What follows belongs to an exercise in optimizing a design on an open flow for small area, a short achievable clock period and few clock cycles per item; a production flow would make more cautious choices. Where RTL was checked, it was by simulation tests only, not by an equivalence proof against the original. Power is estimated from default activity; no workload was simulated.

red:
Design tkt_rx, start of the top module:
module tkt_rx (
    input  wire        clk,
    input  wire        rst,
    input  wire        cfg_we,
    output reg         cfg_ready,
    input  wire [4:0]  cfg_idx,
    input  wire        cfg_en,
    input  wire        cfg_xtd,
    input  wire [2:0]  cfg_len,
    input  wire [7:0]  cfg_maxgap,
    input  wire [9:0]  cfg_age,
    input  wire [31:0] cfg_id,
    input  wire        s_valid,
    output reg         s_ready,
    input  wire [31:0] s_data,
    input  wire [4:0]  s_conn,
    input  wire [6:0]  s_flen,
    input  wire        s_xtd,
    input  wire [15:0] s_stamp,
    output reg         r_valid,
    output reg  [4:0]  r_conn,
    output reg  [2:0]  r_reason,
    output reg         r_gap,
    output reg  [15:0] r_rejcnt
);
Settings: LEC_CHECK=0, CAP_MARGIN=20, CORE_MARGIN=2, CORE_UTILIZATION=65, CTS_CLUSTER_DIAMETER=60, CTS_CLUSTER_SIZE=30, SETUP_SLACK_MARGIN=5, SLEW_MARGIN=20; clock period 10.0 ns.
standard.sh (not shown) runs the stock make flow with config.mk's settings and CLKGATE_MAP_FILE= SYNTH_SCRIPT=/design/flow/synth_recipe.tcl, a recipe that flattens the netlist after the stock synthesis.
==> flow/flow/run.sh <==
#!/bin/bash
# The standard layout (the standard.sh, standard synthesis unchanged),
# with the port buffers made as buf_2 cells instead of the default choice and
# timing repair aiming further below the clock period.
set -euo pipefail
bash standard.sh \
  BUFFER_PORTS_ARGS="-buffer_cell sky130_fd_sc_hd__buf_2" \
  SETUP_SLACK_MARGIN=${MARGIN:-7.0} \
  finish > orfs_make.log 2>&1
Looking at the reports, red completed the entire flow and the layout it produced met the timing, DRC and antenna checks.
Testbench counts of red, summed over its fixed seeds: cycles 23,023, frames 3,200.
> inputs changed (red -> blue)
Settings: swapping 30 for 36 in CTS_CLUSTER_SIZE; swapping 60 for 50 in CTS_CLUSTER_DIAMETER.
-- flow/flow/run.sh --
<<< red, line 3
# with the port buffers made as buf_2 cells instead of the default choice and
>>> blue, line 3
# with the port buffers made as buf_4 cells instead of the default choice and
<<< red, line 7
  BUFFER_PORTS_ARGS="-buffer_cell sky130_fd_sc_hd__buf_2" \
>>> blue, line 7
  BUFFER_PORTS_ARGS="-buffer_cell sky130_fd_sc_hd__buf_4" \
## What came out
Sort red and blue by number of global-route vias before repair, ascending, and blue comes first. Diff red..blue | count of cells along the worst register-to-register path | unchanged. red -> blue: fraction of synthesized area in multiplexers delta 0, exact match. blue gives more count of inserted antenna diode cells than red did. blue vs red — utilization rose 1.2 points. r_valid as the capture point of the worst path was reported by red, and s_ready by blue. blue vs. red: layout-stage area growth over the synthesis result went up by 1.9 points. red → blue: worst setup slack has remained practically unchanged, total power has increased. Looking at worst hold slack across red and blue, the one that comes out lower is blue.
> inputs changed (blue -> green)
Settings: changing CTS_CLUSTER_SIZE from 36 to 30; changing CTS_CLUSTER_DIAMETER from 50 to 60.
-- flow/flow/run.sh --
<<< blue, line 8
  SETUP_SLACK_MARGIN=${MARGIN:-7.0} \
>>> green, line 8
  SETUP_SLACK_MARGIN=${MARGIN:-7.3} \
Notes after the runs:
Post-synthesis to final-layout area growth (lower): blue. On global-route track usage on met1, the lower figure sits with blue, not green. green: clock network power 14% below blue. Summary of green over blue: post-layout worst setup margin saw an increase, number of global-route vias before repair saw an increase, routability congestion estimate saw a decrease. When green is set beside blue, its via count turns out to be 1,180 larger. Between blue and green, the global-route wire length before repair is lower for blue.

========
the baseline:
tkt_rx again, from the RTL that the note above started with.
Settings: LEC_CHECK=0, CAP_MARGIN=5, CORE_MARGIN=2, CORE_UTILIZATION=65, CTS_CLUSTER_DIAMETER=60, CTS_CLUSTER_SIZE=30, SETUP_SLACK_MARGIN=5, SLEW_MARGIN=5; clock period 10.0 ns.
==> flow/flow/run.sh <==
#!/bin/bash
# The standard layout (the standard.sh, standard synthesis unchanged),
# with the port buffers made as buf_4 cells instead of the default choice and
# timing repair aiming further below the clock period.
set -euo pipefail
bash standard.sh \
  BUFFER_PORTS_ARGS="-buffer_cell sky130_fd_sc_hd__buf_4" \
  SETUP_SLACK_MARGIN=${MARGIN:-7.0} \
  finish > orfs_make.log 2>&1
The baseline ran to completion and came out clean on the timing, DRC and antenna checks.
Testbench counts of the baseline, summed over its fixed seeds: cycles 23,023, frames 3,200.
[inputs] the candidate vs the baseline
- SLEW_MARGIN: 5 -> 20
- CAP_MARGIN: 5 -> 20
The candidate closes out successfully: all stages finished, all timing, DRC and antenna checks passed. Lower total of plain and repair buffers excluding clock buffers among the candidate and the baseline: the baseline. Of the candidate and the baseline, the baseline shows the lower combinational group share of total power, with the candidate above it. Worst-case register-to-register setup slack (lower): the baseline. Comparing the candidate against the baseline, there is no change at all in synthesized cell count. As of the candidate, cell leakage power had risen slightly compared to the baseline. Delta (the candidate minus the baseline): power increased 0.25 mW; worst reg2reg path depth decreased 1. Routed wire length up 0.42% in the candidate wrt the baseline. Between the candidate and the baseline, the first-pass GRT wire length does not differ in any meaningful way. [compare] base=the baseline new=the candidate: proportion of cell area occupied by registers saw a decrease, utilization saw an increase.

========
Setup of old:
tkt_rx, a different RTL version from the one above (not shown whole).
Size: about 6,000 cells after synthesis, about 87,000 µm² of cells after synthesis.
Settings: LEC_CHECK=0, CAP_MARGIN=20, CORE_MARGIN=2, CORE_UTILIZATION=40, CTS_CLUSTER_DIAMETER=100, CTS_CLUSTER_SIZE=30, SETUP_SLACK_MARGIN=5, SLEW_MARGIN=20; clock period 10.0 ns.
==> flow/flow/run.sh <==
#!/bin/bash
# The standard layout (the standard.sh, standard synthesis unchanged),
# with the port buffers made as buf_4 cells instead of the default choice and
# timing repair aiming further below the clock period.
set -euo pipefail
bash standard.sh \
  BUFFER_PORTS_ARGS="-buffer_cell sky130_fd_sc_hd__buf_4" \
  SETUP_SLACK_MARGIN=${MARGIN:-6.5} \
  finish > orfs_make.log 2>&1
Testbench counts of old, summed over its fixed seeds: cycles 23,327, frames 3,200.
#### Input delta (new over old)
Settings: CTS_CLUSTER_DIAMETER: 100 -> unset; CTS_CLUSTER_SIZE: 30 -> unset.
==> notes.md <==
new vs old: global-route wire length before repair up in new. [new] layout buffer count excluding clock buffers rose 10 relative to old. Of new and old, the run reporting the lower sequential cell area share was new. Comparing clock-pin slew reported for the worst setup and hold paths after clock tree synthesis for new and old, the bigger number came from old. Measured against each other, new and old differ in count of clock buffers in the final design, the higher figure coming from new. Clock group share of total power is higher on new. Taking old as the reference point, the final area of new rises by 6900 µm². Compared to old, new leaves less free space in the core. Highest clock rate: new and old compared, lower one is old. Compared with old, new shows TritonCTS buffer count that has gone up by more than 100%. Routed wire in new totals more than in old.

========
== JK ==
Another version of the RTL of tkt_rx (not shown whole).
Size in the first run: roughly 5900 cells after synthesis, roughly 3300 flip-flops, roughly 150 I/O pins, about 87000 sq um of cells after synthesis.
==> flow/config.mk <==
export PLATFORM = sky130hd
export DESIGN_NAME = tkt_rx
export DESIGN_NICKNAME = tkt_rx
export VERILOG_FILES = /design/flow/design.v
export SDC_FILE = /design/flow/constraint.sdc
export NUM_CORES = 4
export LEC_CHECK = 0
export CAP_MARGIN = 20
export CORE_MARGIN = 2
export CORE_UTILIZATION = 65
export CTS_CLUSTER_DIAMETER = 60
export CTS_CLUSTER_SIZE = 30
export SETUP_SLACK_MARGIN = 5
export SLEW_MARGIN = 20
==> flow/constraint.sdc <==
create_clock -name core_clock -period 10.0 [get_ports {clk}]
set_input_delay 2.0000 -clock core_clock [delete_from_list [all_inputs] [get_ports {clk}]]
set_output_delay 2.0000 -clock core_clock [all_outputs]
set_load 0.01 [all_outputs]
==> flow/flow/run.sh <==
#!/bin/bash
# The standard layout (the standard.sh, standard synthesis unchanged),
# with the port buffers made as buf_4 cells instead of the default choice and
# timing repair aiming further below the clock period.
set -euo pipefail
bash standard.sh \
  BUFFER_PORTS_ARGS="-buffer_cell sky130_fd_sc_hd__buf_4" \
  SETUP_SLACK_MARGIN=${MARGIN:-6.8} \
  finish > orfs_make.log 2>&1
JK finished end to end and its layout was clean on timing, DRC and antenna.
Input changes introduced in MS (baseline for comparison: JK):
-- flow/flow/run.sh --
<<< JK, line 6
bash standard.sh \
  BUFFER_PORTS_ARGS="-buffer_cell sky130_fd_sc_hd__buf_4" \
  SETUP_SLACK_MARGIN=${MARGIN:-6.8} \
  finish > orfs_make.log 2>&1
>>> MS, line 6
bash standard.sh \
  BUFFER_PORTS_ARGS="-buffer_cell sky130_fd_sc_hd__buf_4" \
  SETUP_SLACK_MARGIN=${MARGIN:-7.0} \
  finish > orfs_make.log 2>&1
## What came out
Reported for MS and JK, number of placement rows turned out identical to the last digit. Via count, MS and JK, lower one = JK. [MS] power share of the sequential group fell 0.2 points relative to JK. Looking at MS and JK, the HPWL after detailed placement is a wash. For JK, the top metal layer carrying routed signals was met4, unlike MS, where it was met5. The wire length in MS was higher than what JK gave. For JK, the start point of the critical path was r_conn[4], unlike MS, where it was r_conn[3]. Final cell area: MS above JK. Sequential share of layout area: MS lower than JK. JK → MS: worst-case headroom to the max-slew limit shows a reduction of 1.9 points; area overhead of the layout relative to synthesis shows an increase of 0.92 points; sum of internal, switching and leakage power shows no meaningful change.
Function was not checked in any run of this note: the RTL went through the layout flow alone.

separate check: timing with driven ports:
In the flow no input, the clock included, has a driving cell. The finished layouts below were timed again as built, in two steps. Step 1 (the two cells are an assumption about what drives the block):
set clk [get_ports {clk}]
set_driving_cell -lib_cell sky130_fd_sc_hd__clkbuf_16 $clk
set_driving_cell -lib_cell sky130_fd_sc_hd__buf_2 [delete_from_list [all_inputs] $clk]
Step 2, shift: input delay + t, output delay - t, t = (earliest + latest rising clock arrival at the registers) / 2. This alone moves slack from input paths to output paths. Slacks: no drivers / after step 1 / after step 2; pairs: no drivers / after step 1.
run	t, ns	setup slack, ns	worst setup path after step 2
red	0.870	6.701 / 6.626 / 6.039	input to register
blue	0.889	6.699 / 6.625 / 6.012	input to register
green	0.873	6.730 / 6.653 / 6.064	input to register
the baseline	0.869	6.706 / 6.626 / 6.022	input to register
the candidate	0.859	6.704 / 6.630 / 5.979	input to register
old	0.863	6.477 / 6.477 / 5.745	input to register
new	0.961	6.499 / 6.487 / 5.719	input to register
JK	0.853	6.575 / 6.500 / 6.055	input to register
MS	0.867	6.601 / 6.524 / 6.059	input to register
After both steps setup and hold are still met in every run listed. For new, which loses most, drivers alone change the setup slack by -0.012 ns; drivers and shift together by -0.780 ns.
